Context: an optimization exercise on an open-source flow, tuned for small area, a short achievable clock period and few clock cycles per item. The choices shown serve that exercise and are no tape-out recipe. Function was checked by simulation only, so behaviour that the tests miss may differ from the original.

**design/flow/design.v**
```verilog
module sht_sbox_hi (input wire [7:0] a, output wire [17:0] m);
  wire U0=a[7],U1=a[6],U2=a[5],U3=a[4],U4=a[3],U5=a[2],U6=a[1],U7=a[0];
  wire T1=U0^U3, T2=U0^U5, T3=U0^U6, T4=U3^U5, T5=U4^U6, T6=T1^T5, T7=U1^U2;
  wire T8=U7^T6, T9=U7^T7, T10=T6^T7, T11=U1^U5, T12=U2^U5, T13=T3^T4, T14=T6^T11;
  wire T15=T5^T11, T16=T5^T12, T17=T9^T16, T18=U3^U7, T19=T7^T18, T20=T1^T19;
  wire T21=U6^U7, T22=T7^T21, T23=T2^T22, T24=T2^T10, T25=T20^T17, T26=T3^T16, T27=T1^T12;
  wire D=U7;
  wire M1=T13&T6, M2=T23&T8, M3=T14^M1, M4=T19&D, M5=M4^M1, M6=T3&T16, M7=T22&T9;
  wire M8=T26^M6, M9=T20&T17, M10=M9^M6, M11=T1&T15, M12=T4&T27, M13=M12^M11;
  wire M14=T2&T10, M15=M14^M11, M16=M3^M2, M17=M5^T24, M18=M8^M7, M19=M10^M15;
  wire M20=M16^M13, M21=M17^M15, M22=M18^M13, M23=M19^T25, M24=M22^M23, M25=M22&M20;
  wire M26=M21^M25, M27=M20^M21, M28=M23^M25, M29=M28&M27, M30=M26&M24, M31=M20&M23;
  wire M32=M27&M31, M33=M27^M25, M34=M21&M22, M35=M24&M34, M36=M24^M25, M37=M21^M29;
  wire M38=M32^M33, M39=M23^M30, M40=M35^M36, M41=M38^M40, M42=M37^M39, M43=M37^M38;
  wire M44=M39^M40, M45=M42^M41;
  wire M46=M44&T6, M47=M40&T8, M48=M39&D, M49=M43&T16, M50=M38&T9, M51=M37&T17;
  wire M52=M42&T15, M53=M45&T27, M54=M41&T10, M55=M44&T13, M56=M40&T23, M57=M39&T19;
  wire M58=M43&T3, M59=M38&T22, M60=M37&T20, M61=M42&T1, M62=M45&T4, M63=M41&T2;
  assign m = {M46, M47, M48, M49, M50, M51, M52, M53, M54, M55, M56, M57, M58, M59, M60, M61, M62, M63};
endmodule
module sht_sbox_lo (input wire [17:0] m, output wire [7:0] y);
  wire M46, M47, M48, M49, M50, M51, M52, M53, M54, M55, M56, M57, M58, M59, M60, M61, M62, M63;
  assign {M46, M47, M48, M49, M50, M51, M52, M53, M54, M55, M56, M57, M58, M59, M60, M61, M62, M63} = m;
  wire L0=M61^M62, L1=M50^M56, L2=M46^M48, L3=M47^M55, L4=M54^M58, L5=M49^M61;
  wire L6=M62^L5, L7=M46^L3, L8=M51^M59, L9=M52^M53, L10=M53^L4, L11=M60^L2;
  wire L12=M48^M51, L13=M50^L0, L14=M52^M61, L15=M55^L1, L16=M56^L0, L17=M57^L1;
  wire L18=M58^L8, L19=M63^L4, L20=L0^L1, L21=L1^L7, L22=L3^L12, L23=L18^L2;
  wire L24=L15^L9, L25=L6^L10, L26=L7^L9, L27=L8^L10, L28=L11^L14, L29=L11^L17;
  assign y[7]=L6^L24;
  assign y[6]=~(L16^L26);
  assign y[5]=~(L19^L28);
  assign y[4]=L6^L21;
  assign y[3]=L20^L22;
  assign y[2]=L25^L29;
  assign y[1]=~(L13^L27);
  assign y[0]=~(L6^L23);
endmodule
module sht_key_subword (
  input  wire [31:0] w3,
  output wire [71:0] swm
);
  sht_sbox_hi u_s0 (.a(w3[23:16]), .m(swm[71:54]));
  sht_sbox_hi u_s1 (.a(w3[15:8]),  .m(swm[53:36]));
  sht_sbox_hi u_s2 (.a(w3[7:0]),   .m(swm[35:18]));
  sht_sbox_hi u_s3 (.a(w3[31:24]), .m(swm[17:0]));
endmodule
module sht_key_lo (
  input  wire [71:0] swm,
  output wire [31:0] sw
);
  sht_sbox_lo u_s0 (.m(swm[71:54]), .y(sw[31:24]));
  sht_sbox_lo u_s1 (.m(swm[53:36]), .y(sw[23:16]));
  sht_sbox_lo u_s2 (.m(swm[35:18]), .y(sw[15:8]));
  sht_sbox_lo u_s3 (.m(swm[17:0]),  .y(sw[7:0]));
endmodule
module sht_key_expand (
  input  wire [127:0] rk_in,
  input  wire [31:0]  sw,       
  input  wire [7:0]   rcon,
  output wire [127:0] rk_out
);
  wire [31:0] w0 = rk_in[127:96];
  wire [31:0] w1 = rk_in[95:64];
  wire [31:0] w2 = rk_in[63:32];
  wire [31:0] w3 = rk_in[31:0];
  wire [31:0] t  = sw ^ {rcon, 24'h000000};
  wire [31:0] p0 = w0;
  wire [31:0] p1 = w0 ^ w1;
  wire [31:0] p2 = p1 ^ w2;
  wire [31:0] p3 = p1 ^ (w2 ^ w3);
  assign rk_out = {p0 ^ t, p1 ^ t, p2 ^ t, p3 ^ t};
endmodule
module sht_aes_sub (
  input  wire [127:0] s_in,
  output wire [287:0] sm
);
  genvar i;
  generate
    for (i = 0; i < 16; i = i + 1) begin : g_sub
      sht_sbox_hi u_sbox (.a(s_in[127-8*i -: 8]), .m(sm[287-18*i -: 18]));
    end
  endgenerate
endmodule
module sht_aes_mix (
  input  wire [287:0] sm,
  output wire [127:0] sr,
  output wire [127:0] mc
);
  wire [127:0] sb;    
  genvar i, c;
  generate
    for (i = 0; i < 16; i = i + 1) begin : g_sub
      sht_sbox_lo u_sbox (.m(sm[287-18*i -: 18]), .y(sb[127-8*i -: 8]));
    end
    for (i = 0; i < 16; i = i + 1) begin : g_shift
      assign sr[127-8*i -: 8] = sb[127-8*((i%4) + 4*(((i/4) + (i%4)) % 4)) -: 8];
    end
    for (c = 0; c < 4; c = c + 1) begin : g_mix
      wire [7:0] a0 = sr[127-32*c -: 8];
      wire [7:0] a1 = sr[119-32*c -: 8];
      wire [7:0] a2 = sr[111-32*c -: 8];
      wire [7:0] a3 = sr[103-32*c -: 8];
      wire [7:0] b0 = a0 ^ a1;
      wire [7:0] b1 = a1 ^ a2;
      wire [7:0] b2 = a2 ^ a3;
      wire [7:0] b3 = a3 ^ a0;
      wire [7:0] t  = b0 ^ b2;
      wire [7:0] d0 = {b0[6:0], 1'b0} ^ (b0[7] ? 8'h1b : 8'h00);
      wire [7:0] d1 = {b1[6:0], 1'b0} ^ (b1[7] ? 8'h1b : 8'h00);
      wire [7:0] d2 = {b2[6:0], 1'b0} ^ (b2[7] ? 8'h1b : 8'h00);
      wire [7:0] d3 = {b3[6:0], 1'b0} ^ (b3[7] ? 8'h1b : 8'h00);
      assign mc[127-32*c -: 8] = a0 ^ t ^ d0;
      assign mc[119-32*c -: 8] = a1 ^ t ^ d1;
      assign mc[111-32*c -: 8] = a2 ^ t ^ d2;
      assign mc[103-32*c -: 8] = a3 ^ t ^ d3;
    end
  endgenerate
endmodule
module sht_codegen (
  input  wire         clk,
  input  wire         rst,           
  input  wire [127:0] key,           
  input  wire         req_valid,
  output wire         req_ready,
  input  wire         req_fixed,     
  input  wire [31:0]  req_frame,     
  input  wire [31:0]  req_salt,      
  input  wire [5:0]   req_addr,      
  input  wire [23:0]  req_train,     
  input  wire [5:0]   req_pulses,    
  input  wire [4:0]   req_window,    
  output wire         off_valid,
  input  wire         off_ready,
  output wire [9:0]   off_data,      
  output wire         off_last,      
  output reg  [15:0]  keychk,
  output reg          keychk_valid
);
  reg         b_valid;
  reg  [93:0] base;          
  reg  [1:0]  b_lastblk;     
  reg  [2:0]  b_lastcnt;     
  reg  [4:0]  b_win;
  reg         b_fixed;
  reg  [1:0]  jblk;          
  reg  [1:0]   ini;          
  reg  [4:0]   c;            
  reg  [127:0] s;            
  reg  [287:0] x;            
  reg  [127:0] rk;           
  reg  [71:0]  w;            
  reg  [31:0]  wk;           
  reg          k1_q;         
  reg          go_q;         
  reg          adv_q;        
  reg          ld_q;         
  reg          rdy_q;        
  reg          chk_pending;  
  reg          ja_v, ja_chk, ja_last, ja_fixed;
  reg  [2:0]   ja_cnt;       
  reg  [4:0]   ja_win;
  reg          jb_v, jb_last, jb_fixed;
  reg  [2:0]   jb_cnt;
  reg  [4:0]   jb_win;
  reg  [127:0] oa, ob;
  reg  [3:0]   oa_rem, ob_rem;      
  reg  [2:0]   oa_slot, ob_slot;    
  reg          oa_last, ob_last;    
  reg  [4:0]   oa_win, ob_win;
  reg          oa_fixed, ob_fixed;
  reg          ev;
  reg  [20:0]  es, ec;       
  reg  [15:0]  ep;
  reg          ef, el;
  reg          ov;
  reg  [9:0]   od;
  reg          ol;
  wire [287:0] sm;
  wire [127:0] sr, mc;
  wire [71:0]  swm;
  wire [127:0] rk_next;
  reg  [7:0]   rcon;
  sht_aes_sub     u_sub (.s_in(s), .sm(sm));
  sht_aes_mix     u_mix (.sm(x), .sr(sr), .mc(mc));
  sht_key_subword u_ksw (.w3(rk[31:0]), .swm(swm));
  wire [31:0] sw;
  sht_key_lo     u_klo (.swm(w), .sw(sw));
  sht_key_expand u_kex (
    .rk_in (k1_q ? key : rk),
    .sw    (k1_q ? wk : sw),
    .rcon  (rcon),
    .rk_out(rk_next)
  );
  always @(*) begin
    case (c)
      5'd1:    rcon = 8'h01;
      5'd3:    rcon = 8'h02;
      5'd5:    rcon = 8'h04;
      5'd7:    rcon = 8'h08;
      5'd9:    rcon = 8'h10;
      5'd11:   rcon = 8'h20;
      5'd13:   rcon = 8'h40;
      5'd15:   rcon = 8'h80;
      5'd17:   rcon = 8'h1b;
      5'd19:   rcon = 8'h36;
      default: rcon = 8'h00;
    endcase
  end
  wire [127:0] s_round = mc ^ rk;    
  wire [127:0] s_final = sr ^ rk;    
  wire oa_empty = (oa_rem == 4'd0);
  wire ob_empty = (ob_rem == 4'd0);
  wire at_a     = (c == 5'd0);
  wire at_b     = (c == 5'd1);
  wire adv      = adv_q;
  wire ld_a     = at_a && adv;
  wire take     = b_valid && ((ld_a && !chk_pending) || at_b);
  wire ld_lastb = (jblk == b_lastblk);
  wire take_last = take && ld_lastb;
  wire b_load   = rdy_q;      
  assign req_ready = rdy_q;
  wire [5:0]   pulses_m1 = req_pulses - 6'd1;
  wire [1:0]   ini_d  = (ini != 2'd0) ? ini - 2'd1 : 2'd0;
  wire [4:0]   c_d    = !adv ? c : (c == 5'd19) ? 5'd0 : c + 5'd1;
  wire         go_d   = oa_empty && ob_empty;
  wire         chk_d  = chk_pending && !ld_a;
  wire         bv_d   = b_load ? req_valid : b_valid;
  wire [1:0]   jblk_d = take ? (ld_lastb ? 2'd0 : jblk + 2'd1) : jblk;
  wire [1:0]   lb_d   = b_load ? pulses_m1[4:3] : b_lastblk;
  wire         adv_d  = (ini_d == 2'd0 || ini_d == 2'd1) && (c_d != 5'd0 || go_d);
  wire         rdy_d  = !bv_d || ((jblk_d == lb_d) &&
                        ((c_d == 5'd0 && adv_d && !chk_d) || c_d == 5'd1));
  wire [127:0] pt = chk_pending ? 128'd0 : {base, 32'd0, jblk};
  wire         o_adv = !ov || off_ready;
  wire         e_adv = !ev || o_adv;
  wire         sel_a = !oa_empty;
  wire [15:0]  ra    = oa[16*oa_slot +: 16];
  wire [15:0]  rb    = ob[16*ob_slot +: 16];
  wire [15:0]  rsel  = sel_a ? ra : rb;
  wire [4:0]   wsel  = sel_a ? oa_win : ob_win;
  wire [20:0]  pp0   = wsel[0] ? {5'd0, rsel}        : 21'd0;
  wire [20:0]  pp1   = wsel[1] ? {4'd0, rsel, 1'b0}  : 21'd0;
  wire [20:0]  pp2   = wsel[2] ? {3'd0, rsel, 2'b0}  : 21'd0;
  wire [20:0]  pp3   = wsel[3] ? {2'd0, rsel, 3'b0}  : 21'd0;
  wire [20:0]  s1    = pp0 ^ pp1 ^ pp2;
  wire [20:0]  c1    = {(pp0[19:0] & pp1[19:0]) | (pp0[19:0] & pp2[19:0]) | (pp1[19:0] & pp2[19:0]), 1'b0};
  wire [20:0]  s2    = s1 ^ c1 ^ pp3;
  wire [20:0]  c2    = {(s1[19:0] & c1[19:0]) | (s1[19:0] & pp3[19:0]) | (c1[19:0] & pp3[19:0]), 1'b0};
  wire [20:0]  ep4   = {1'b0, ep, 4'b0};
  wire [20:0]  s3    = es ^ ec ^ ep4;
  wire [20:0]  c3    = {(es[19:0] & ec[19:0]) | (es[19:0] & ep4[19:0]) | (ec[19:0] & ep4[19:0]), 1'b0};
  wire [20:0]  prod  = s3 + c3;
  always @(posedge clk) begin
    if (rst) begin
      b_valid      <= 1'b0;
      jblk         <= 2'd0;
      ini          <= 2'd3;
      c            <= 5'd0;
      go_q         <= 1'b0;
      adv_q        <= 1'b0;
      ld_q         <= 1'b0;
      k1_q         <= 1'b0;
      rdy_q        <= 1'b1;
      chk_pending  <= 1'b1;
      ja_v         <= 1'b0;
      jb_v         <= 1'b0;
      keychk_valid <= 1'b0;
      oa_rem       <= 4'd0;
      ob_rem       <= 4'd0;
      ev           <= 1'b0;
      ov           <= 1'b0;
    end else begin
      ini   <= ini_d;
      c     <= c_d;
      go_q  <= go_d;
      adv_q <= adv_d;
      ld_q  <= (c_d == 5'd0) || (c_d == 5'd1);
      k1_q  <= (c_d == 5'd1);
      rdy_q <= rdy_d;
      if (b_load)
        b_valid <= req_valid;
      if (take)
        jblk <= ld_lastb ? 2'd0 : jblk + 2'd1;
      if (ld_a) begin
        if (ja_v && ja_chk)
          keychk_valid <= 1'b1;
        if (ja_v && !ja_chk)
          oa_rem <= {1'b0, ja_cnt} + 4'd1;
        ja_v        <= chk_pending || b_valid;
        chk_pending <= 1'b0;
      end
      if (at_b) begin
        if (jb_v)
          ob_rem <= {1'b0, jb_cnt} + 4'd1;
        jb_v <= b_valid;
      end
      if (o_adv)
        ov <= ev;
      if (e_adv) begin
        ev <= !oa_empty || !ob_empty;
        if (sel_a)
          oa_rem <= oa_rem - 4'd1;
        else if (!ob_empty)
          ob_rem <= ob_rem - 4'd1;
      end
    end
  end
  always @(posedge clk) begin
    if (b_load) begin
      base      <= {req_frame, req_salt, req_addr, req_train};
      b_lastblk <= pulses_m1[4:3];
      b_lastcnt <= pulses_m1[2:0];
      b_win     <= req_window;
      b_fixed   <= req_fixed;
    end
    if (ini == 2'd3)
      rk <= key;
    if (ini == 2'd2)
      w  <= swm;
    if (ini == 2'd1)
      wk <= sw;
    if (adv) begin
      x <= sm;
      if (ld_q)
        s <= pt ^ key;
      else
        s <= s_round;
      if (c[0])
        rk <= rk_next;
      else if (c != 5'd0)
        w <= swm;
    end
    if (ld_a) begin
      if (ja_v && ja_chk)
        keychk <= s_final[15:0];
      if (ja_v && !ja_chk) begin
        oa       <= s_final;
        oa_slot  <= 3'd0;
        oa_last  <= ja_last;
        oa_win   <= ja_win;
        oa_fixed <= ja_fixed;
      end
      ja_chk   <= chk_pending;
      ja_last  <= ld_lastb;
      ja_cnt   <= ld_lastb ? b_lastcnt : 3'd7;
      ja_win   <= b_win;
      ja_fixed <= b_fixed;
    end
    if (at_b) begin
      if (jb_v) begin
        ob       <= s_final;
        ob_slot  <= 3'd0;
        ob_last  <= jb_last;
        ob_win   <= jb_win;
        ob_fixed <= jb_fixed;
      end
      jb_last  <= ld_lastb;
      jb_cnt   <= ld_lastb ? b_lastcnt : 3'd7;
      jb_win   <= b_win;
      jb_fixed <= b_fixed;
    end
    if (o_adv) begin
      od <= ef ? 10'd0 : prod[20:11];
      ol <= el;
    end
    if (e_adv) begin
      es <= s2;
      ec <= c2;
      ep <= wsel[4] ? rsel : 16'd0;
      if (sel_a) begin
        ef      <= oa_fixed;
        el      <= oa_last && (oa_rem == 4'd1);
        oa_slot <= oa_slot + 3'd1;
      end else begin
        ef      <= ob_fixed;
        el      <= ob_last && (ob_rem == 4'd1);
        if (!ob_empty)
          ob_slot <= ob_slot + 3'd1;
      end
    end
  end
  assign off_valid = ov;
  assign off_data  = od;
  assign off_last  = ol;
endmodule
```
**design/flow/flow/run.sh**
```bash
#!/bin/bash
set -euo pipefail
W=$(pwd)
export FLOW_ABC_SCRIPT="$W/flow/abc.script"
export FLOW_REF_SYNTH="$W/synth_recipe.tcl"
bash standard.sh SYNTH_SCRIPT="$W/flow/synth_abc.tcl" synth > "$W/synth.log" 2>&1
bash standard.sh SETUP_SLACK_MARGIN=8.25 finish > "$W/layout.log" 2>&1
```
**design/flow/flow/abc.script**
```
strash
&get -n
&dch -f
&nf
&put
```
**design/flow/flow/synth_abc.tcl**
```tcl
# The standard flow's synthesis script (synth_recipe.tcl), with ABC's mapping script
# replaced by flow/abc.script. Everything else, flip-flop mapping included,
# is unchanged.
proc abc {args} {
  set i [lsearch -exact $args -script]
  if { $i >= 0 } {
    lset args [expr { $i + 1 }] $::env(FLOW_ABC_SCRIPT)
  }
  yosys abc {*}$args
}
source $::env(FLOW_REF_SYNTH)
```
**design/flow/standard.sh**
```bash
#!/bin/bash
# synth_recipe.tcl (not shown) runs the flow's synth.tcl, then flattens the netlist and writes it again
# the make line also repeats each setting of config.mk as NAME=value (left out here)
make -C /OpenROAD-flow-scripts/flow DESIGN_CONFIG=/design/flow/config.mk WORK_HOME=/design/flow/orfs CLKGATE_MAP_FILE= SYNTH_SCRIPT=/design/flow/synth_recipe.tcl "${@:-finish}"
```
**design/flow/config.mk**
```make
export PLATFORM = sky130hd
export DESIGN_NAME = sht_codegen
export DESIGN_NICKNAME = sht_codegen
export VERILOG_FILES = /design/flow/design.v
export SDC_FILE = /design/flow/constraint.sdc
export NUM_CORES = 4
export LEC_CHECK = 0
export CAP_MARGIN = 20
export CELL_PAD_IN_SITES_DETAIL_PLACEMENT = 2
export CELL_PAD_IN_SITES_GLOBAL_PLACEMENT = 2
export CORE_MARGIN = 2
export CORE_UTILIZATION = 30
export CTS_CLUSTER_DIAMETER = 200
export CTS_CLUSTER_SIZE = 20
export PLACE_DENSITY = 0.5
export SETUP_SLACK_MARGIN = 5
export SLEW_MARGIN = 20
export TNS_END_PERCENT = 0
```
**design/flow/constraint.sdc**
```tcl
create_clock -name core_clock -period 12.0 [get_ports {clk}]
set_input_delay 2.4000 -clock core_clock [delete_from_list [all_inputs] [get_ports {clk}]]
set_output_delay 2.4000 -clock core_clock [all_outputs]
set_load 0.01 [all_outputs]
```
==> results.txt, run 1 <==
The run finished with no timing, DRC or antenna violations. After synthesis, the netlist uses 44 different library cells. The run gives 51600 as the number of global-route vias before repair. The number of warnings issued by yosys was 1.

The area after detailed placement was 79000 µm²; the share of layout cells above drive strength 1 was 0.0880. The worst clock skew was 0.0584 ns; the final wirelength was 291 mm. Ranked by instance count, the synthesized netlist is headed by sky130_fd_sc_hd__xnor2_1 (1669), sky130_fd_sc_hd__edfxtp_1 (919), sky130_fd_sc_hd__xor2_1 (724), sky130_fd_sc_hd__nor2_1 (560), sky130_fd_sc_hd__nand2_1 (487). The fraction of registers with async set or reset after synthesis is 0. Setup repair after global routing could not meet its margin everywhere. Summed over all nets, the half-perimeter wirelength after detailed placement is 232 mm. The accumulated negative setup slack came out at 0 ns. Data on the critical path arrives at its endpoint at 4.63 ns. The maximum clock insertion buffer count came out at 3. The first global-routing pass estimated 409 mm of wire. In the routed design, unresolved DRC markers number 0.

The required time at the endpoint of the critical path was 12.61 ns; the via-per-instance ratio was 4.80. The shortest period the worst path allows is 4.02 ns, and the total via count after detailed routing is 47500. The path class of the lowest-slack min-delay path was reg2reg. The number of nets in the synthesized netlist is 6533.

The overall die area came out at 241000 µm². The maximum fanout along the worst path is 3. The primary flip-flop cell chosen by synthesis mapping is sky130_fd_sc_hd__edfxtp_1. Across all setup checks in the final design, the least slack found is 7.98 ns.

Across all hold checks on the routed design, the worst slack comes to 0.425 ns. TritonCTS built the clock tree. The growth of design area from synthesis to finish was 17.2%; the sequential area share after synthesis was 0.457. The final instance count without filler cells is 9880, and the number of synthesized flops with an enable pin is 919.

Summing every instance area after synthesis gives 71000 µm². The share of the cycle needed by the critical path after routing was 0.335. The average footprint of a synthesized cell is 11.5 µm².

Port buffering added 266 buffers. Most numerous cell in the Yosys netlist: sky130_fd_sc_hd__xnor2_1. The actual slew at the worst max-slew pin works out to 1.07 ns.

The design area is 83200 µm². Post-route core utilization: 0.354. The average routed wire per standard cell was 29.5 µm. STA classifies the critical path endpoint as a flop.

The run gives 0.302 as the starting density of the core. Critical path class: in2reg.

At the end of routability-driven placement, the weighted congestion stood at 0.835. Across the run, the number of max-cap violations was 0. The share of Yosys cell area claimed by the top area cell type was 0.388; the number of iterations in the first detailed-routing pass was 5.

At the placement stage, the worst setup path has a slack of 6.62 ns. TritonCTS created 68 clock buffers. The die is 491 µm tall. By area the synthesized netlist is led by sky130_fd_sc_hd__edfxtp_1 (39%), sky130_fd_sc_hd__xnor2_1 (21%), sky130_fd_sc_hd__xor2_1 (8.9%), sky130_fd_sc_hd__dfxtp_1 (6.9%), sky130_fd_sc_hd__nor2_1 (3.0%). The number of H-tree branching levels came out at 3.

The buffer type at the clock tree root is sky130_fd_sc_hd__clkbuf_16. Setup violations remaining at the end of the flow were counted as 0. The logs give 0.76 ns for the worst-skew pair later-pin latency and 235000 µm² for the placeable core region.

The tools report the number of antenna violations at the first check in global routing as 22. The run gives 142 as the largest net degree at the start of global routing. The count of final hold-check violations is 0.

Headroom to the max-slew limit: 0.273. The tools report the iteration-0 DRC count of the detailed router as 2722. For the post-detailed-route count of antenna-violating nets, the log shows 0. Including well taps, the total number of placed cells is 9738. Clock sink count: 1163. In this run, synthesis produced a sequential element count of 1163.

In this run, post-CTS hold repair placed 0 buffers. The synthesized design spends more area on one cell type than any other, namely sky130_fd_sc_hd__edfxtp_1. Based on the critical path, the design can be clocked at up to 249 MHz. Pin placement for this block handled 268 I/O pins.

After floorplanning, the core was divided into 178 placement rows. The total count of max-transition violations in the final report is 0, and the cell count after synthesis is 6183. Clock-pin slew was measured on the worst setup and hold paths at 0.09 ns.

For this run, the post-layout net count is 7025. The die boundary width came out at 491 µm. The global-route usage over all layers came out at 0.239.

The sum of overflow across all layers after global routing was 0. The worst setup path is launched from an input pin.
==> sequential cells by signal, indices dropped and copies added (netlist names), 32 cells and up <==
name  cells
w        72
x       288
oa      128
ob      128
base     94
rk      128
wk       32
s       128
==> placed cells by master (no fill, tap or decap), drive strengths merged, types with 4 or more instances in the layout <==
cell type	instances
xor3	10
a22o	27
nand4	5
edfxtp	919
o22ai	11
o41ai	10
nand3	12
clkdlybuf4s50	244
and3	13
a21o	12
buf	156
mux2	48
or2	25
nor3	9
xor2	724
diode	4
dlygate4sd2	21
ha	68
nor2b	87
and2	26
o21ai	290
clkbuf	120
o21a	5
o31ai	33
a31oi	47
nand2b	110
dfxtp	244
a21oi	183
nor2	560
mux4	64
xnor3	78
nand2	487
mux2i	186
fa	44
a22oi	25
clkinv	118
a211oi	9
xnor2	1669
==> final cells by class <==
cell class / instances / area, µm²
Fill cell: 24700 / 152000
Multi-Input combinational cell: 4900 / 40300
Sequential cell: 1163 / 32500
Timing Repair Buffer: 422 / 3980
Tap cell: 3150 / 3940
Clock buffer: 120 / 2000
Inverter: 120 / 460
Clock inverter: 1 / 20.0
Antenna cell: 4 / 10.0
==> logic make-up after synthesis <==
group / Yosys count / synth area share
fa+ha+maj: 112 / 0.0244
simple gates: 1339 / 0.0807
buf+inv: 120 / 0.00634
flops: 1163 / 0.457
xor+xnor: 2481 / 0.323
mux: 298 / 0.0541
compound gates: 670 / 0.0542
==> timing repair <==
item	in CTS	in global routing
resized for setup	188	156
buffers inserted	6	11
pin swaps	1	9
setup endpoints to repair	620	625
==> worst max-delay path, cell delays in order <==
cell	delay, ns
sky130_fd_sc_hd__clkdlybuf4s50_1	0.62
sky130_fd_sc_hd__mux2i_2	0.37
sky130_fd_sc_hd__xor2_1	0.16
sky130_fd_sc_hd__xnor2_2	0.50
sky130_fd_sc_hd__xnor2_2	0.22
sky130_fd_sc_hd__o21ai_0	0.12
sky130_fd_sc_hd__a21oi_1	0.17
sky130_fd_sc_hd__a21oi_1	0.05
==> worst paths after layout <==
kind / startpoint / end / slack (ns) / cells past startpoint
worst max-delay path: key[97] / rk[1]$_DFF_P_ / 7.98 / 8
worst min-delay path: jb_win[2]$_DFFE_PN_ / ob_win[2]$_DFFE_PP_ / 0.43 / 0
worst max register to register: ob_slot[1]$_DFF_P_ / es[10]$_DFFE_PN_ / 8.02 / 9
worst min register to register: jb_win[2]$_DFFE_PN_ / ob_win[2]$_DFFE_PP_ / 0.43 / 0
==> routing by layer <==
| layer | wire length, µm | part of all wire | track usage |
|---|---|---|---|
| met1 | 135000 | 0.46 | 0.325 |
| met2 | 143000 | 0.49 | 0.416 |
| met3 | 6820 | 0.023 | 0.0156 |
| met4 | 6730 | 0.023 | 0.0513 |
| met5 | 0 | 0 | 0 |
Testbench counts, summed over its fixed seeds: cycles 37,634, items 25,639.
==> run 2, diff against run 1 <==
--- a/design/flow/config.mk
+++ b/design/flow/config.mk
@@ -15,4 +15,4 @@
 export PLACE_DENSITY = 0.5
 export SETUP_SLACK_MARGIN = 5
 export SLEW_MARGIN = 20
-export TNS_END_PERCENT = 0
+export TNS_END_PERCENT = 30
==> results.txt, run 2 <==
The actual slew at the worst max-slew pin is 1.08 ns. Setup repair after global routing could not meet its margin everywhere. The number of cells in the design after placement came out at 9750. Hold is met by 0.423 ns.

The post-synthesis share of cell area spent on full adders, half adders and majority gates is 0.0244, and the via-per-instance ratio is 4.79. In the synthesized netlist the dominant register cell turns out to be sky130_fd_sc_hd__edfxtp_1. The growth of design area from synthesis to finish is 23.9%. The run gives 68 as the CTS buffer count.

For this run, the top clock speed supported by timing is 259 MHz. The fraction of the mapped netlist area in simple logic gates is 0.0807, and the die boundary width is 491 µm. The number of antenna violations at the first check in global routing is 37. In this run the critical register-to-register path is launched from x[17]$_DFFE_PP_. Across the run, the number of max-cap violations was 0. Among cell families on the critical path, the largest total delay comes from XOR/XNOR gates.

The tools report the capturing element type of the critical path as a flop. The clock period could shrink to 3.86 ns. Leaving out fill and tap cells, the most frequent cell in the layout is sky130_fd_sc_hd__xnor2_1. The overall die area is 241000 µm². The tools report the sequential area share after synthesis as 0.457.

The cell sitting at the root of the clock tree is a sky130_fd_sc_hd__clkbuf_16. After detailed routing, the average wire length per cell comes to 28.8 µm. The register with the most flip-flops in the layout has 288 of them. Cell type of the slowest stage on the worst timing path: sky130_fd_sc_hd__clkdlybuf4s50_1. After the last flow step, the layout net total stands at 7305. The layout has 24500 filler cells.

For hold timing, the worst endpoint is oa_win[3]$_DFFE_PP_. The synthesized-area fraction occupied by ao, oa, aoi and oai cells was 0.0542. In the routed design, unresolved DRC markers number 0. The largest area contributor in the synthesized netlist was sky130_fd_sc_hd__edfxtp_1. The largest net degree at the start of global routing is 100. For the starting density of the core, the log shows 0.302.

The die height was 491 µm; the xor/xnor cell area share of the yosys netlist was 0.323. The number of global-route vias before repair is 51500, and the share of the cycle needed by the critical path after routing is 0.321. Number of buffer and inverter stages on the critical path: 1.

The commonest cells after synthesis are sky130_fd_sc_hd__xnor2_1 (1669), sky130_fd_sc_hd__edfxtp_1 (919), sky130_fd_sc_hd__xor2_1 (724), sky130_fd_sc_hd__nor2_1 (560), sky130_fd_sc_hd__nand2_1 (487). For the worst clock skew, the log shows 0.0345 ns. The worst path meets setup with 8.14 ns of slack.

For this design, the sink count on the clock tree is 1163. The maximum fanout along the worst path is 3. The run gives 0.276 as the headroom to the max-slew limit. Multiplexer area fraction after synthesis: 0.0541. The logs give 8.17 ns for the register-to-register path setup slack and 10200 for the final instance count without filler cells. Adding up every negative setup slack in the final design gives 0 ns. In this run the cell area of the synthesized design comes to 71000 µm². For the worst setup path, the data arrival time is 4.50 ns. The worst setup path is launched from an input pin. For the area after detailed placement, the log shows 79100 µm². The worst hold path passes through 0 cells. The number of warnings issued by yosys came out at 1.

Traced cell by cell, the critical path runs through clkdlybuf4s50_1 -> mux2i_1 -> xor2_1 -> xnor2_2 -> xnor2_1 -> o21ai_0 -> a21oi_1 -> a21oi_1. When the netlist entered floorplanning its net count stood at 6533. Leaving out fill and tap cells, the most frequent cells in the layout are sky130_fd_sc_hd__xnor2_1 (1386), sky130_fd_sc_hd__edfxtp_1 (919), sky130_fd_sc_hd__xor2_1 (635), sky130_fd_sc_hd__nor2_1 (530), sky130_fd_sc_hd__nand2_1 (477).

Share of layout cells above drive strength 1: 0.166. The floorplan step defined a core boundary enclosing 235000 µm².

More flip-flops sit in one register than any other, and that register is x. The most common cell in the synthesized netlist is sky130_fd_sc_hd__xnor2_1. The H-tree generated during clock tree synthesis spans 3 levels. For the total count of max-transition violations in the final report, the log shows 0. The largest single stage delay on the critical path is 0.54 ns. Once detailed placement completed, the half-perimeter wirelength came to 231 mm. The critical path class was in2reg.

Critical hold path startpoint: ja_win[3]$_DFFE_PP_. The synthesized netlist contains 44 unique library cells. The count of buffers added on input and output ports is 266. In this run the mean area of a mapped cell was 11.5 µm². The number of synthesized flops with an enable pin is 919.

Final wirelength: 293 mm. For the post-detailed-route count of antenna-violating nets, the log shows 0. The iteration-0 DRC count of the detailed router was 2609; the total of endpoints with negative setup slack in the final report was 0. The path class of the lowest-slack min-delay path was reg2reg.

The design area came out at 88000 µm². For the cell count after synthesis, the log shows 6183. The congestion estimate from routability-driven global placement came to 0.836.

For the number of iterations in the first detailed-routing pass, the log shows 5. The logs give 268 for the number of ports placed on the die boundary and 0 for the sum of overflow across all layers after global routing. Yosys attributes the largest share of cell area to sky130_fd_sc_hd__edfxtp_1 (39%), sky130_fd_sc_hd__xnor2_1 (21%), sky130_fd_sc_hd__xor2_1 (8.9%), sky130_fd_sc_hd__dfxtp_1 (6.9%), sky130_fd_sc_hd__nor2_1 (3.0%). The share of Yosys cell area claimed by the top area cell type is 0.388, and the maximum clock insertion buffer count is 3.

Clock latency on the worst-skew pair, taken at its later pin, is 0.74 ns. The required time at the endpoint of the critical path is 12.64 ns. The cell count of the worst reg-to-reg path came out at 8. TritonCTS built the clock tree.

The combinational family with the most area after synthesis was XOR/XNOR gates. The tools report the count of final hold-check violations as 0. The most frequent cell on the critical path is sky130_fd_sc_hd__a21oi_1.

The tools report the global-route usage over all layers as 0.237. For the number of rows in the core area, the log shows 178. The worst register-to-register path ends at s[110]$_DFFE_PP_.

The fraction of registers with async set or reset after synthesis came out at 0. The run finished with no timing, DRC or antenna violations. The first-pass GRT wire length was 405 mm; the clock-pin transition on the worst setup and hold timing paths was 0.11 ns. The routed layout has 48700 vias. Counting flops and latches in the post-synthesis netlist gives 1163. For the pre-CTS setup slack, the log shows 6.51 ns.
-- run 2: timing repair --
item / 4_1_cts / 5_1_grt
hold buffers: 0 / 0
pin swaps: 40 / 108
setup endpoints to repair: 552 / 345
gates resized for setup: 463 / 335
gates cloned: 2 / 0
buffers inserted: 60 / 223
-- run 2: layout make-up --
class	count	area, µm²	share of cell area
multi-input cells	4900	42600	0.485
flip-flops and latches	1163	32600	0.370
diodes	6	15.0	0.000171
clock inverters	7	72.6	0.000824
inverters	120	488	0.00554
clock buffers	118	1910	0.0217
repair buffers	702	6390	0.0726
well taps	3150	3940	0.0448
-- run 2: worst max-delay path by stage --
stage                          start         endpoint  slack [ns]  cells after the start
floorplan           adv_q$_SDFF_PP0_  rk[121]$_DFF_P_        5.21                      4
global placement            key[107]   rk[11]$_DFF_P_        6.50                      8
detailed placement          key[107]   rk[11]$_DFF_P_        6.51                      8
CTS                   s[9]$_DFFE_PP_  x[19]$_DFFE_PP_        8.04                     10
global route        x[146]$_DFFE_PP_  s[48]$_DFFE_PP_        8.02                      8
finish                      key[101]    rk[5]$_DFF_P_        8.14                      8
-- run 2: metal layers --
metal  share of wire  vias up  global-route usage  wire length, µm
li1                -    22500                   -                -
met1            0.46    25300               0.321           134000
met2            0.49      578               0.408           144000
met3           0.021      208              0.0177             6030
met4           0.031        2              0.0615             8970
met5        0.000044        -                   0               13
-- run 2: metrics by stage --
step | util
finish | 0.374
global route | 0.374
CTS | 0.358
detailed placement | 0.336
global placement | 0.336
floorplan | -
-- run 2: cells by family after synthesis --
group | after synthesis
and+or+nand+nor | 1339
DFF | 1163
AOI/OAI and AO/OA | 670
buffers and inverters | 120
xor gates and xnor gates | 2481
adders and majority gates | 112
muxes | 298
==> run 3, diff against run 2 <==
--- a/design/flow/config.mk
+++ b/design/flow/config.mk
@@ -15,4 +15,3 @@
 export PLACE_DENSITY = 0.5
 export SETUP_SLACK_MARGIN = 5
 export SLEW_MARGIN = 20
-export TNS_END_PERCENT = 30
==> results.txt, run 3 <==
The flow ran to the end and the layout has no timing, DRC or antenna violations. The placeable core region is 235000 µm². The tools report the iteration-0 DRC count of the detailed router as 2562. The share of the cycle needed by the critical path after routing came out at 0.314. Counting every instance in the synthesized netlist gives 6183.

For the worst setup path, the data arrival time is 1.37 ns. The share of Yosys cell area claimed by the top area cell type is 0.388. STA classifies the critical path startpoint as a flop. The largest area contributor in the synthesized netlist is sky130_fd_sc_hd__edfxtp_1.

In this design, the stage delay of the slowest critical-path cell is 0.46 ns. The overall die area came out at 241000 µm². x holds more flip-flops than any other register. TritonCTS built the clock tree. Via-per-instance ratio: 4.82. The fraction of registers with async set or reset after synthesis was 0. Ranked by instance count, the synthesized netlist is headed by sky130_fd_sc_hd__xnor2_1 (1669), sky130_fd_sc_hd__edfxtp_1 (919), sky130_fd_sc_hd__xor2_1 (724), sky130_fd_sc_hd__nor2_1 (560), sky130_fd_sc_hd__nand2_1 (487).

Setup repair after global routing could not meet its margin everywhere. In this run, synthesis inferred 919 flip-flops with an integrated enable. The sequential area share after synthesis was 0.457.

Capturing element type of the critical path: an output pin. The total count of max-transition violations in the final report was 0; the sum of overflow across all layers after global routing was 0. Entering global routing, the biggest net connects 155 pins.

The number of antenna violations at the first check in global routing was 36. The tightest min-delay check is of the reg2reg type. Yosys mapped the design onto 44 distinct sky130hd cell types. The starting density of the core came out at 0.302. Setup total negative slack on the finished layout was measured at 0 ns. The run gives 178 as the number of rows in the core area.

In this run the remaining antenna-violating nets after routing total 0. In this run the mean area of a mapped cell was 11.5 µm². After detailed routing, the number of remaining DRC violations is 0.

In this run, synthesis produced a sequential element count of 1163. Relative to the synthesized area, the layout overhead comes to 24.0%. The run gives 6.54 ns as the pre-CTS setup slack. 268 I/O pins were placed. In the layout the commonest cells are sky130_fd_sc_hd__xnor2_1 (1350), sky130_fd_sc_hd__edfxtp_1 (919), sky130_fd_sc_hd__xor2_1 (630), sky130_fd_sc_hd__nor2_1 (533), sky130_fd_sc_hd__nand2_1 (475). For the number of buffers inserted by hold repair at cts, the log shows 0.

The cell area after technology mapping is 71000 µm². The first TritonRoute pass finished after 5 iterations. The tools report the headroom to the max-slew limit as 0.253.

The commonest non-fill, non-tap cell in the layout was sky130_fd_sc_hd__xnor2_1. The critical path class was reg2out. At the worst endpoint, the required time is 9.60 ns.

Static timing analysis puts the maximum clock frequency at 265 MHz. In this run the vertical extent of the chip is 491 µm. The kind of cell adding the most delay to the critical path was flip-flops. Buffer type at the clock tree root: sky130_fd_sc_hd__clkbuf_16.

Across the run, the number of max-cap violations was 0. The flip-flop count of the largest register after layout was 288; the die boundary width was 491 µm. The clock-pin transition on the worst setup and hold timing paths was 0.10 ns. Among all stages on the critical path, the largest delay is contributed by sky130_fd_sc_hd__edfxtp_1. The signal on the critical path passes through buf_2. The share of layout cells above drive strength 1 works out to 0.173. Most numerous cell in the Yosys netlist: sky130_fd_sc_hd__xnor2_1. For the number of global-route vias before repair, the log shows 51900. The final layout contains routed wiring with a total length of 295 mm.

The run gives 1 as the number of warnings issued by yosys. The first global-routing pass estimated 409 mm of wire. The detailed placer's ending HPWL is 231 mm. The later pin in the worst-skew pair is clocked with a latency of 0.74 ns.

Counting every sink on the clock net gives 1163. For the pin with the worst max-slew slack, the measured transition is 1.12 ns. Setup violations remaining at the end of the flow were counted as 0.

Ranked by total cell area, the synthesized netlist is headed by sky130_fd_sc_hd__edfxtp_1 (39%), sky130_fd_sc_hd__xnor2_1 (21%), sky130_fd_sc_hd__xor2_1 (8.9%), sky130_fd_sc_hd__dfxtp_1 (6.9%), sky130_fd_sc_hd__nor2_1 (3.0%). The logs give 0.239 for the global-route usage over all layers and 0.845 for the final RePlAce weighted congestion. The number of nets produced by synthesis was 6533; the quantity of I/O buffers inserted on ports was 266. Between clock sinks in the finished design, the worst skew comes to 0.0310 ns. Primary flip-flop cell chosen by synthesis mapping: sky130_fd_sc_hd__edfxtp_1.

The worst path in the final design needs a cycle of 3.77 ns, including I/O delays and setup. Average routed wire per standard cell: 29.2 µm. The number of buffer and inverter stages on the critical path was 1; the maximum fanout along the worst path was 1. Across all setup checks in the final design, the least slack found is 8.23 ns. The total via count after detailed routing was 48800. The count of final hold-check violations was 0; the CTS buffer count was 68.

The logs give 3 for the maximum clock insertion buffer count and 3 for the number of H-tree branching levels. The net count of the finished layout is 7255.
==> run 3: through the flow <==
| step | instance area, µm² | instances | util | hold slack (ns) |
|---|---|---|---|---|
| floorplan | 71300 | 6183 | - | 0.400 |
| finish | 88100 | 10100 | 0.374 | 0.424 |
| global placement | 79100 | 9728 | 0.336 | 0.401 |
| detailed placement | 79100 | 9729 | 0.336 | 0.406 |
| CTS | 84500 | 9919 | 0.359 | 0.426 |
| global route | 88100 | 10100 | 0.374 | 0.441 |
==> run 3: cell families (layout without fill, tap and decap cells) <==
group / after synthesis / in the layout / synth area share
other: 0 / 7 / 0
muxes: 298 / 298 / 0.0541
DFF: 1163 / 1163 / 0.457
xor gates and xnor gates: 2481 / 2481 / 0.323
buffers and inverters: 120 / 896 / 0.00634
and+or+nand+nor: 1339 / 1340 / 0.0807
adders and majority gates: 112 / 112 / 0.0244
AOI/OAI and AO/OA: 670 / 670 / 0.0542
==> run 3: path summary, 6_finish.rpt <==
kind / from / to / slack (ns) / cells past startpoint
worst max register to register: x[282]$_DFFE_PP_ / s[104]$_DFFE_PP_ / 8.34 / 8
worst min-delay path: jb_win[3]$_DFFE_PN_ / ob_win[3]$_DFFE_PP_ / 0.42 / 0
worst min register to register: jb_win[3]$_DFFE_PN_ / ob_win[3]$_DFFE_PP_ / 0.42 / 0
worst max-delay path: keychk[15]$_DFFE_PP_ / keychk[15] / 8.23 / 1
==> run 3: cell type report <==
cell class / instances / area (µm²)
Fill cell: 24500 / 147000
Multi-Input combinational cell: 4901 / 43200
Sequential cell: 1163 / 32600
Timing Repair Buffer: 651 / 5940
Tap cell: 3150 / 3940
Clock buffer: 119 / 1940
Inverter: 120 / 488
Clock inverter: 6 / 71.3
Antenna cell: 7 / 17.5
==> run 3: repair_timing <==
action                     CTS  global route
pin swaps                   39            94
gates resized for setup    613           348
buffers inserted            63           189
gates cloned                 2             2
setup endpoints to repair  433           345
==> run 3: layer usage <==
layer | GRT usage | share of wire
met5 | 0 | 0.000071
met4 | 0.0591 | 0.028
met3 | 0.0181 | 0.029
met2 | 0.415 | 0.50
met1 | 0.321 | 0.44
==> run 4, diff against run 3 <==
==> design/flow/flow/run.sh (replaced) <==
#!/bin/bash
set -euo pipefail
W=$(pwd)
export FLOW_ABC_SCRIPT="$W/flow/abc.script"
export FLOW_REF_SYNTH="$W/synth_recipe.tcl"
bash standard.sh SYNTH_SCRIPT="$W/flow/synth_abc.tcl" synth > "$W/synth.log" 2>&1
bash standard.sh SETUP_SLACK_MARGIN=8.75 finish > "$W/layout.log" 2>&1
--- a/design/flow/config.mk
+++ b/design/flow/config.mk
@@ -15,3 +15,4 @@
 export PLACE_DENSITY = 0.5
 export SETUP_SLACK_MARGIN = 5
 export SLEW_MARGIN = 20
+export TNS_END_PERCENT = 0
==> results.txt, run 4 <==
The flow ran to the end and the layout has no timing, DRC or antenna violations. Leaving out fill and tap cells, the most frequent cells in the layout are sky130_fd_sc_hd__xnor2_1 (1387), sky130_fd_sc_hd__edfxtp_1 (919), sky130_fd_sc_hd__xor2_1 (632), sky130_fd_sc_hd__nor2_1 (547), sky130_fd_sc_hd__nand2_1 (484). Yosys mapped a number of flops with a built-in enable equal to 919. The global-route usage over all layers was 0.239. The first routing iteration left 2761 violations. Counting flops per register, the top entry is x. The logs give 410 mm for the first-pass GRT wire length and 0 for the count of final hold-check violations. In this run the worst path has a maximum fanout of 3. The register with the most flip-flops in the layout has 288 of them.

The number of antenna violations at the first check in global routing was 27. Leaving out fill and tap cells, the most frequent cell in the layout is sky130_fd_sc_hd__xnor2_1. The shortest period the worst path allows was 3.83 ns. The tree is rooted in a sky130_fd_sc_hd__clkbuf_16.

The post-detailed-route count of antenna-violating nets is 0, and the net count of the finished layout is 7247. Entering global routing, the biggest net connects 142 pins. The share of layout cells above drive strength 1 was 0.153. The area taken by multi-input logic gates came out at 42400 µm². For the post-route core utilization, the log shows 0.371. For this design the top-level I/O count stands at 268.

The tools report the total count of max-transition violations in the final report as 0. The average routed wire per standard cell was 29.2 µm. For the worst clock skew, the log shows 0.0515 ns. The tools report the sum of overflow across all layers after global routing as 0. After synthesis, the most frequently instantiated cells are sky130_fd_sc_hd__xnor2_1 (1669), sky130_fd_sc_hd__edfxtp_1 (919), sky130_fd_sc_hd__xor2_1 (724), sky130_fd_sc_hd__nor2_1 (560), sky130_fd_sc_hd__nand2_1 (487). The achievable clock frequency is 261 MHz.

Setup repair after global routing could not meet its margin everywhere. sky130_fd_sc_hd__xnor2_1 is the most common cell in the netlist. The accumulated negative setup slack is 0 ns. By area the synthesized netlist is led by sky130_fd_sc_hd__edfxtp_1 (39%), sky130_fd_sc_hd__xnor2_1 (21%), sky130_fd_sc_hd__xor2_1 (8.9%), sky130_fd_sc_hd__dfxtp_1 (6.9%), sky130_fd_sc_hd__nor2_1 (3.0%). Critical path data arrival time: 4.49 ns.

The final RePlAce weighted congestion came out at 0.835. For this run, the detailed router's first-pass iteration total came to 5. For the starting density of the core, the log shows 0.302. The worst setup path is of the in2reg kind. The number of H-tree branching levels was 3. For this run, design rule violations remaining after detail routing come to 0.

The die is 491 µm tall. The quantity of I/O buffers inserted on ports works out to 266. TritonCTS created 68 clock buffers. The sequential area share after synthesis was 0.457. Primary flip-flop cell chosen by synthesis mapping: sky130_fd_sc_hd__edfxtp_1. The headroom to the max-slew limit came out at 0.276. The logs give 295 mm for the final wirelength and 0.75 ns for the worst-skew pair later-pin latency. The tools report the kind of start point of the critical path as an input pin. When the netlist entered floorplanning its net count stood at 6533. For the required time at the endpoint of the critical path, the log shows 12.66 ns.

The total of endpoints with negative setup slack in the final report was 0. The cell count after synthesis is 6183, and the number of buffers inserted by hold repair at cts is 0. The share of Yosys cell area claimed by the top area cell type works out to 0.388.

The number of fill cells in the layout is 24500. TritonCTS built the clock tree. The placeable core region came out at 235000 µm². Clock-pin slew was measured on the worst setup and hold paths at 0.09 ns. The fraction of registers with async set or reset after synthesis is 0, and the clock sink count is 1163.

Dividing the detail-routed via count by the number of cells gives 4.79. The actual slew at the worst max-slew pin was 1.06 ns; the die boundary width was 491 µm. The netlist uses 44 different library cells. STA classifies the critical path endpoint as a flop. The path class of the lowest-slack min-delay path is reg2reg. The total via count after detailed routing was 48400.

The number of rows in the core area was 178; the maximum clock insertion buffer count was 3. After synthesis the netlist holds a flip-flop and latch count of 1163. The number of global-route vias before repair is 51800. The die covers 241000 µm².

The run gives 87300 µm² as the design area. Summing every instance area after synthesis gives 71000 µm². The worst hold slack came out at 0.425 ns.

The share of the cycle needed by the critical path after routing is 0.319, and the detailed placer's ending HPWL is 232 mm. The tools report the area after detailed placement as 79000 µm². The tools report the number of violations of the max-capacitance limit as 0. The tools report the number of warnings issued by yosys as 1. The area taken by flip-flops and latches is 32500 µm².

Of all cell types, the one taking the most synthesized area is sky130_fd_sc_hd__edfxtp_1. Dividing the synthesized area by the synthesized cell count gives 11.5 µm². The growth of design area from synthesis to finish works out to 22.9%.
## run 4: routing by layer
metal  up-vias  part of all wire  global-route usage
met3       196             0.025              0.0164
met4         2             0.022              0.0518
li1      22400                 -                   -
met2       622              0.50               0.417
met1     25200              0.46               0.325
met5         -          0.000044                   0
## run 4: final cells by class
type                            count  share of cell area
Multi-Input combinational cell   4900               0.486
Sequential cell                  1163               0.373
Timing Repair Buffer              644              0.0678
Tap cell                         3150              0.0451
Clock buffer                      120              0.0229
Inverter                          120             0.00532
Antenna cell                        9            0.000258
Clock inverter                      1            0.000229
## run 4: worst paths after layout
kind                             from  slack [ns]  cells past startpoint             endpoint
setup / recovery              key[93]        8.17                      6       rk[29]$_DFF_P_
hold / removal    jb_win[2]$_DFFE_PN_        0.43                      0  ob_win[2]$_DFFE_PP_
setup reg to reg      s[13]$_DFFE_PP_        8.28                     11      x[28]$_DFFE_PP_
hold reg to reg   jb_win[2]$_DFFE_PN_        0.43                      0  ob_win[2]$_DFFE_PP_
## run 4: timing repair
item / 4_1_cts / 5_1_grt
buffers inserted: 26 / 213
pin swaps: 20 / 93
setup endpoints to repair: 916 / 925
resized for setup: 383 / 390
## run 4: metrics by stage
| step | setup slack, ns | cells |
|---|---|---|
| detailed placement | 6.62 | 9738 |
| finish | 8.17 | 10100 |
| CTS | 8.14 | 9885 |
| global route | 8.12 | 10100 |
| floorplan | 5.18 | 6183 |
| global placement | 6.60 | 9738 |
## run 4: cells by family after synthesis
kind of cell             count (synthesis)  share of synthesized area
AO/OA/AOI/OAI                          670                     0.0542
XOR/XNOR                              2481                      0.323
adder cells (fa/ha/maj)                112                     0.0244
buffers and inverters                  120                    0.00634
flip-flops                            1163                      0.457
multiplexers                           298                     0.0541
AND/OR/NAND/NOR                       1339                     0.0807
## run 4: worst max-delay path: stages
cell and delay (ns):
sky130_fd_sc_hd__clkdlybuf4s50_1 0.55, sky130_fd_sc_hd__mux2_1 0.39, sky130_fd_sc_hd__xnor3_2 0.55, sky130_fd_sc_hd__xnor2_2 0.23
sky130_fd_sc_hd__or2_0 0.24, sky130_fd_sc_hd__a21oi_1 0.11
==> run 5, diff against run 4 <==
==> design/flow/flow/run.sh (replaced) <==
#!/bin/bash
set -euo pipefail
W=$(pwd)
export FLOW_ABC_SCRIPT="$W/flow/abc.script"
export FLOW_REF_SYNTH="$W/synth_recipe.tcl"
bash standard.sh SYNTH_SCRIPT="$W/flow/synth_abc.tcl" synth > "$W/synth.log" 2>&1
bash standard.sh SETUP_SLACK_MARGIN=8.5 finish > "$W/layout.log" 2>&1
==> results.txt, run 5 <==
The first global-routing pass estimated 410 mm of wire. The die boundary width was 491 µm; the number of violations of the max-capacitance limit was 0. By instance count, the leading cell after synthesis is sky130_fd_sc_hd__xnor2_1. The accumulated negative setup slack is 0 ns. The cell area that synthesis handed to floorplanning was 71000 µm². The logs give 0 for the post-detailed-route count of antenna-violating nets and 0.371 for the post-route core utilization. The register with the most flip-flops in the layout has 288 of them.

After global routing the overflow that remains totals 0. The required time at the endpoint of the critical path was 12.66 ns. The worst hold path belongs to the class reg2reg. The worst setup path is launched from an input pin. The net count of the finished layout was 7247; the number of buffer and inverter stages on the critical path was 1.

The signal on the critical path passes through clkdlybuf4s50_1 -> mux2_1 -> xnor3_2 -> xnor2_2 -> or2_0 -> a21oi_1. Yosys attributes the largest share of cell area to sky130_fd_sc_hd__edfxtp_1 (39%), sky130_fd_sc_hd__xnor2_1 (21%), sky130_fd_sc_hd__xor2_1 (8.9%), sky130_fd_sc_hd__dfxtp_1 (6.9%), sky130_fd_sc_hd__nor2_1 (3.0%). The share of the cycle needed by the critical path after routing was 0.319; the CTS buffer count was 68. Before antenna repair, the detailed router went through 5 iterations. Multiplexer area fraction after synthesis: 0.0541. The fraction of registers with async set or reset after synthesis is 0. The share of layout cells above drive strength 1 came out at 0.153. The maximum clock insertion buffer count was 3. Summed over all nets, the half-perimeter wirelength after detailed placement is 232 mm.

The largest total area in the synthesized netlist belongs to sky130_fd_sc_hd__edfxtp_1. Dividing the detail-routed wire length by the instance count gives 29.2 µm. Leaving out fill and tap cells, the most frequent cells in the layout are sky130_fd_sc_hd__xnor2_1 (1387), sky130_fd_sc_hd__edfxtp_1 (919), sky130_fd_sc_hd__xor2_1 (632), sky130_fd_sc_hd__nor2_1 (547), sky130_fd_sc_hd__nand2_1 (484). The worst-skew pair later-pin latency was 0.75 ns; the average footprint of a synthesized cell was 11.5 µm².

For the global-route usage over all layers, the log shows 0.239. The cell type of the slowest stage on the worst timing path is sky130_fd_sc_hd__clkdlybuf4s50_1. Buffer type at the clock tree root: sky130_fd_sc_hd__clkbuf_16. Ranked by instance count, the synthesized netlist is headed by sky130_fd_sc_hd__xnor2_1 (1669), sky130_fd_sc_hd__edfxtp_1 (919), sky130_fd_sc_hd__xor2_1 (724), sky130_fd_sc_hd__nor2_1 (560), sky130_fd_sc_hd__nand2_1 (487). Critical path class: in2reg. The critical hold path startpoint is jb_win[2]$_DFFE_PN_. The maximum fanout along the worst path was 3.

For the final database, setup skew stands at 0.0515 ns. The kind of cell adding the most delay to the critical path is XOR/XNOR gates. The share of Yosys cell area claimed by the top area cell type was 0.388; the total via count after detailed routing was 48400.

The largest net degree at the start of global routing is 142, and the number of nets produced by synthesis is 6533. The delay of the slowest cell on the worst path was 0.55 ns; the flop and latch count out of synthesis was 1163.

The area growth from synthesis to layout is 22.9%. 268 I/O pins were placed. The worst hold path passes through 0 cells. The filler cells instantiated in the layout total 24500. The via-per-instance ratio was 4.79. Data on the critical path arrives at its endpoint at 4.49 ns. In the post-route analysis, the smallest setup slack over all paths is 8.17 ns.

Measured in cells, the most critical reg-to-reg path has a length of 11. The cell count after synthesis was 6183; the fraction of the mapped netlist area in simple logic gates was 0.0807. Based on the critical path, the design can be clocked at up to 261 MHz. The tools report the headroom to the max-slew limit as 0.276. The tools report the worst hold slack as 0.425 ns. The flow ran to the end and the layout has no timing, DRC or antenna violations. Capture point of the worst reg-to-reg path: x[28]$_DFFE_PP_. Count of final hold-check violations: 0.

After detailed routing, the number of remaining DRC violations is 0. Leaving out fill and tap cells, the most frequent cell in the layout is sky130_fd_sc_hd__xnor2_1. The post-synthesis share of cell area spent on full adders, half adders and majority gates was 0.0244; the total of endpoints with negative setup slack in the final report was 0. Yosys mapped a number of flops with a built-in enable equal to 919.

The path with the worst hold slack has its endpoint at ob_win[2]$_DFFE_PP_. The die height works out to 491 µm. Setup repair after global routing could not meet its margin everywhere. For the overall die area, the log shows 241000 µm². For the starting density of the core, the log shows 0.302. For flop-to-flop paths, the worst setup slack is 8.28 ns.

Summed over all layers, the routed wires come to 295 mm. Routability-driven placement finished with a final weighted congestion of 0.835. The iteration-0 DRC count of the detailed router came out at 2761.

Ranked by flip-flop count, first place goes to x. The placeable core region is 235000 µm². The clock-pin transition on the worst setup and hold timing paths works out to 0.09 ns. The number of global-route vias before repair is 51800, and the number of warnings issued by yosys is 1. For the total count of max-transition violations in the final report, the log shows 0.

For this run, the leading register cell type out of synthesis is sky130_fd_sc_hd__edfxtp_1. The worst setup path is captured at a flop. The actual slew at the worst max-slew pin works out to 1.06 ns. After synthesis, the largest family of logic cells by area is XOR/XNOR gates. The synthesized-area fraction occupied by ao, oa, aoi and oai cells came out at 0.0542. The tools report the launch instance of the worst register-to-register path as s[13]$_DFFE_PP_. The run gives 3 as the number of H-tree branching levels. TritonCTS built the clock tree. The tree built by TritonCTS fans out to 1163 sinks. The xor/xnor cell area share of the yosys netlist is 0.323.

Shortest period the worst path allows: 3.83 ns. The tools report the number of different library cells in the post-synthesis netlist as 44. The number of antenna violations at the first check in global routing is 27. Buffers inserted to repair hold after CTS numbered 0. The quantity of I/O buffers inserted on ports was 266. The number of rows in the core area was 178; the pre-CTS setup slack was 6.62 ns. The sequential area share after synthesis came out at 0.457.
==> run 5: cell counts after synthesis <==
No cell type changed its count.
==> run 5: per-stage QoR <==
step | area, µm² | cells
floorplan | 71000 | 6183
global placement | 78900 | 9738
detailed placement | 79000 | 9738
CTS | 83300 | 9885
global route | 87300 | 10100
finish | 87300 | 10100
==> run 5: area by class of cell <==
type                            count  area (µm²)  share of cell area
Timing Repair Buffer              644        5920              0.0678
Clock inverter                      1        20.0            0.000229
Tap cell                         3150        3940              0.0451
Inverter                          120         464             0.00532
Sequential cell                  1163       32500               0.373
Clock buffer                      120        2000              0.0229
Multi-Input combinational cell   4900       42400               0.486
Antenna cell                        9        22.5            0.000258
==> run 5: worst max-delay path by stage <==
stage / cells past startpoint / slack [ns] / endpoint / from
2_1_floorplan: 4 / 5.18 / rk[121]$_DFF_P_ / adv_q$_SDFF_PP0_
3_3_place_gp: 8 / 6.60 / rk[19]$_DFF_P_ / key[115]
3_5_place_dp: 8 / 6.62 / ob_slot[0]$_DFF_P_ / off_ready
4_1_cts: 1 / 8.14 / keychk[12] / keychk[12]$_DFFE_PP_
5_1_grt: 12 / 8.12 / x[226]$_DFFE_PP_ / s[96]$_DFFE_PP_
6_report: 6 / 8.17 / rk[29]$_DFF_P_ / key[93]
==> run 5: cell families after synthesis <==
group | count (synthesis)
XOR/XNOR | 2481
AND/OR/NAND/NOR | 1339
flip-flops | 1163
AO/OA/AOI/OAI | 670
multiplexers | 298
buffers and inverters | 120
adder cells (fa/ha/maj) | 112
==> run 5: per-layer routing <==
metal | part of all wire | track usage
met2 | 0.50 | 0.417
met4 | 0.022 | 0.0518
met3 | 0.025 | 0.0164
met5 | 0.000044 | 0
met1 | 0.46 | 0.325
==> run 5: what timing repair did <==
action,in CTS,in global routing
pin swaps,20,93
buffers inserted,26,213
setup endpoints to repair,768,786
resized for setup,383,390
==> run 6, diff against run 5 <==
--- a/design/flow/design.v
+++ b/design/flow/design.v
@@ -227,7 +227,7 @@
   wire         bv_d   = b_load ? req_valid : b_valid;
   wire [1:0]   jblk_d = take ? (ld_lastb ? 2'd0 : jblk + 2'd1) : jblk;
   wire [1:0]   lb_d   = b_load ? pulses_m1[4:3] : b_lastblk;
-  wire         adv_d  = (ini_d == 2'd0 || ini_d == 2'd1) && (c_d != 5'd0 || go_d);
+  wire         adv_d  = (ini_d == 2'd0) && (c_d != 5'd0 || go_d);
   wire         rdy_d  = !bv_d || ((jblk_d == lb_d) &&
                         ((c_d == 5'd0 && adv_d && !chk_d) || c_d == 5'd1));
   wire [127:0] pt = chk_pending ? 128'd0 : {base, 32'd0, jblk};
@@ -254,7 +254,7 @@
     if (rst) begin
       b_valid      <= 1'b0;
       jblk         <= 2'd0;
-      ini          <= 2'd3;
+      ini          <= 2'd2;
       c            <= 5'd0;
       go_q         <= 1'b0;
       adv_q        <= 1'b0;
@@ -313,12 +313,12 @@
       b_win     <= req_window;
       b_fixed   <= req_fixed;
     end
-    if (ini == 2'd3)
-      rk <= key;
     if (ini == 2'd2)
-      w  <= swm;
+      s <= pt ^ key;
     if (ini == 2'd1)
-      wk <= sw;
+      x <= sm;
+    if (ld_a && chk_pending)
+      wk <= {sr[55:48], sr[79:72], sr[103:96], sr[31:24]};
     if (adv) begin
       x <= sm;
       if (ld_q)
--- a/design/flow/config.mk
+++ b/design/flow/config.mk
@@ -15,4 +15,3 @@
 export PLACE_DENSITY = 0.5
 export SETUP_SLACK_MARGIN = 5
 export SLEW_MARGIN = 20
-export TNS_END_PERCENT = 0
==> results.txt, run 6 <==
The delay of the slowest cell on the worst path is 0.53 ns. The clock-pin transition on the worst setup and hold timing paths was 0.09 ns; the global-route usage over all layers was 0.237. The post-route worst setup slack came out at 8.16 ns.

The end of the worst hold path is oa_win[4]$_DFFE_PP_. The number of buffer and inverter stages on the critical path is 1. The CTS buffer count came out at 68. The die height works out to 487 µm.

Entering global routing, the biggest net connects 75 pins. The maximum clock insertion buffer count is 3. The flow ran to the end and the layout has no timing, DRC or antenna violations. The number of synthesized flops with an enable pin was 1119.

On the final layout, the worst clock skew is 0.0385 ns. The number of ports placed on the die boundary is 268, and the number of fill cells in the layout is 23500. For this run the aggregate overflow at the end of global routing stands at 0. The finished layout holds 9736 standard cells, fillers aside. Across all hold checks on the routed design, the worst slack comes to 0.426 ns.

The most numerous cell in the Yosys netlist was sky130_fd_sc_hd__xnor2_1. In this run the cell area measured after placement is 77900 µm². In this run the most critical hold path is launched from ja_win[4]$_DFFE_PN_. The number of antenna violations at the first check in global routing came out at 24. The min-delay analysis places its worst path in the category reg2reg. The share of layout cells above drive strength 1 came out at 0.258. The number of nets handed over by synthesis was 5988.

The worst setup path is of the reg2out kind. The fraction of registers with async set or reset after synthesis is 0. The accumulated negative setup slack came out at 0 ns.

Setup violations remaining at the end of the flow were counted as 0. The tools report the number of cells in the design after placement as 9092. The buffer type at the clock tree root is sky130_fd_sc_hd__clkbuf_16. The total count of max-transition violations in the final report is 0. The logs give 0.0195 for the global routing met3 resource utilization and 0.492 for the sequential area share after synthesis.

STA classifies the critical path endpoint as an output pin. Launch instance of the worst register-to-register path: s[67]$_DFFE_PP_. The worst-skew pair later-pin latency was 0.73 ns. In this run the worst setup path begins at keychk[1]$_DFFE_PP_. The met1 track demand over resource is 0.327. After detailed routing, the average wire length per cell comes to 29.7 µm.

Counting instances in the post-synthesis netlist gives the leading cell types as sky130_fd_sc_hd__xnor2_1 (1723), sky130_fd_sc_hd__edfxtp_1 (1119), sky130_fd_sc_hd__xor2_1 (657), sky130_fd_sc_hd__nor2_1 (600), sky130_fd_sc_hd__mux2i_1 (184). The top cell types in the final layout, fill and taps aside, are sky130_fd_sc_hd__xnor2_1 (1281), sky130_fd_sc_hd__edfxtp_1 (1119), sky130_fd_sc_hd__buf_4 (600), sky130_fd_sc_hd__nor2_1 (562), sky130_fd_sc_hd__xor2_1 (526). The primary flip-flop cell chosen by synthesis mapping was sky130_fd_sc_hd__edfxtp_1. The logs give 0.408 for the met2 capacity usage during global routing and 289 mm for the final wirelength. The number of stages on the worst hold path came out at 0.

The number of H-tree branching levels came out at 3. The share of Yosys cell area claimed by the top area cell type is 0.479. Cell type of the slowest stage on the worst timing path: sky130_fd_sc_hd__edfxtp_1. Once detail routing completed, the nets flagged for antenna violations numbered 0.

Largest area contributor in the synthesized netlist: sky130_fd_sc_hd__edfxtp_1. The number of buffers inserted by hold repair at cts was 0; the quantity of I/O buffers inserted on ports was 266. In this run the critical register-to-register path is captured at x[145]$_DFFE_PP_. From synthesis to final layout, the design area changed by 31.1%.

The cell area after technology mapping is 70100 µm². Die boundary width: 487 µm. TritonCTS built the clock tree. Walking the worst path, the cells encountered are buf_6.

In this run, synthesis produced a sequential element count of 1163. At the placement stage, the worst setup path has a slack of 6.60 ns. The cell family contributing the most delay on the critical path is flip-flops. The register ranked first by flip-flop count is x. The run gives 1 as the number of warnings issued by yosys.
## run 6: worst max path at each step
stage                       endpoint  slack, ns  cells past startpoint
floorplan           rk[24]$_DFFE_PP_       8.43                      6
global placement    rk[30]$_DFFE_PP_       6.58                      7
detailed placement  rk[30]$_DFFE_PP_       6.60                      7
CTS                        keychk[1]       8.10                      1
global route               keychk[2]       8.11                      1
finish                     keychk[1]       8.16                      1
## run 6: repair_timing
action | CTS | global route
setup endpoints to repair | 780 | 427
setup buffers | 291 | 256
gates resized for setup | 868 | 473
cloned | 3 | 1
pin swaps | 168 | 289
## run 6: kinds of logic (layout without fill, tap and decap cells)
| logic type | after synthesis | in the layout | share of synthesized area |
|---|---|---|---|
| XOR/XNOR | 2459 | 2459 | 0.323 |
| flip-flops | 1163 | 1163 | 0.492 |
| AND/OR/NAND/NOR | 1043 | 1044 | 0.0655 |
| AO/OA/AOI/OAI | 430 | 430 | 0.0353 |
| multiplexers | 275 | 275 | 0.0512 |
| buffers and inverters | 156 | 1206 | 0.00836 |
| adder cells (fa/ha/maj) | 112 | 112 | 0.0247 |
| other | 0 | 4 | 0 |
## run 6: area by class of cell
class                      count  area, µm²  area share
antenna                        4       10.0    0.000109
clock buffer                  83       1800      0.0196
clock inverter                 6       71.3    0.000776
inverter                     156        611     0.00665
multi-input combinational   4320      42500       0.462
sequential                  1163      34500       0.376
tap                         3043       3810      0.0414
timing repair buffer         960       8570      0.0933
timing repair inverter         1       8.76   0.0000953
## run 6: routing by layer
metal,part of all wire,up-vias
li1,-,21100
met1,0.45,24300
met2,0.50,687
met3,0.028,165
met4,0.018,4
met5,0.000090,-
Testbench counts of run 6, summed over its fixed seeds: cycles 37,634, items 25,639.

[port drivers added, routing unchanged]
The flow's constraints put no driver on any port. The routed layouts listed below were extracted and timed again, unchanged, in two steps.
Step 1 (the two cells are an assumption about what drives the block):
set clk [get_ports {clk}]
set_driving_cell -lib_cell sky130_fd_sc_hd__clkbuf_16 $clk
set_driving_cell -lib_cell sky130_fd_sc_hd__buf_2 [delete_from_list [all_inputs] $clk]
Step 2 adds t to the input delays and takes it off the output delays; t is the mean of the earliest and latest rising clock arrival at the registers after step 1. Input paths then give back, and output paths get back, about the clock's delay inside the block.
a / b / c = no drivers / after step 1 / after step 2; a / b = the first two.
run | shift t [ns] | slack for setup (ns) | hold WS [ns]
run 1 | 0.826 | 7.979 / 7.932 / 7.226 | 0.425 / 0.425 / 0.425
run 2 | 0.817 | 8.143 / 8.100 / 7.384 | 0.423 / 0.423 / 0.423
run 3 | 0.824 | 8.233 / 8.138 / 7.398 | 0.424 / 0.424 / 0.424
run 4 | 0.820 | 8.172 / 8.153 / 7.415 | 0.425 / 0.425 / 0.425
run 5 | 0.820 | 8.172 / 8.153 / 7.415 | 0.425 / 0.425 / 0.425
run 6 | 0.804 | 8.157 / 8.069 / 7.702 | 0.426 / 0.426 / 0.426
After both steps setup and hold are still met in every run listed. The setup slack of run 3, which loses most, moves by -0.095 ns with the drivers and by -0.835 ns with both steps.
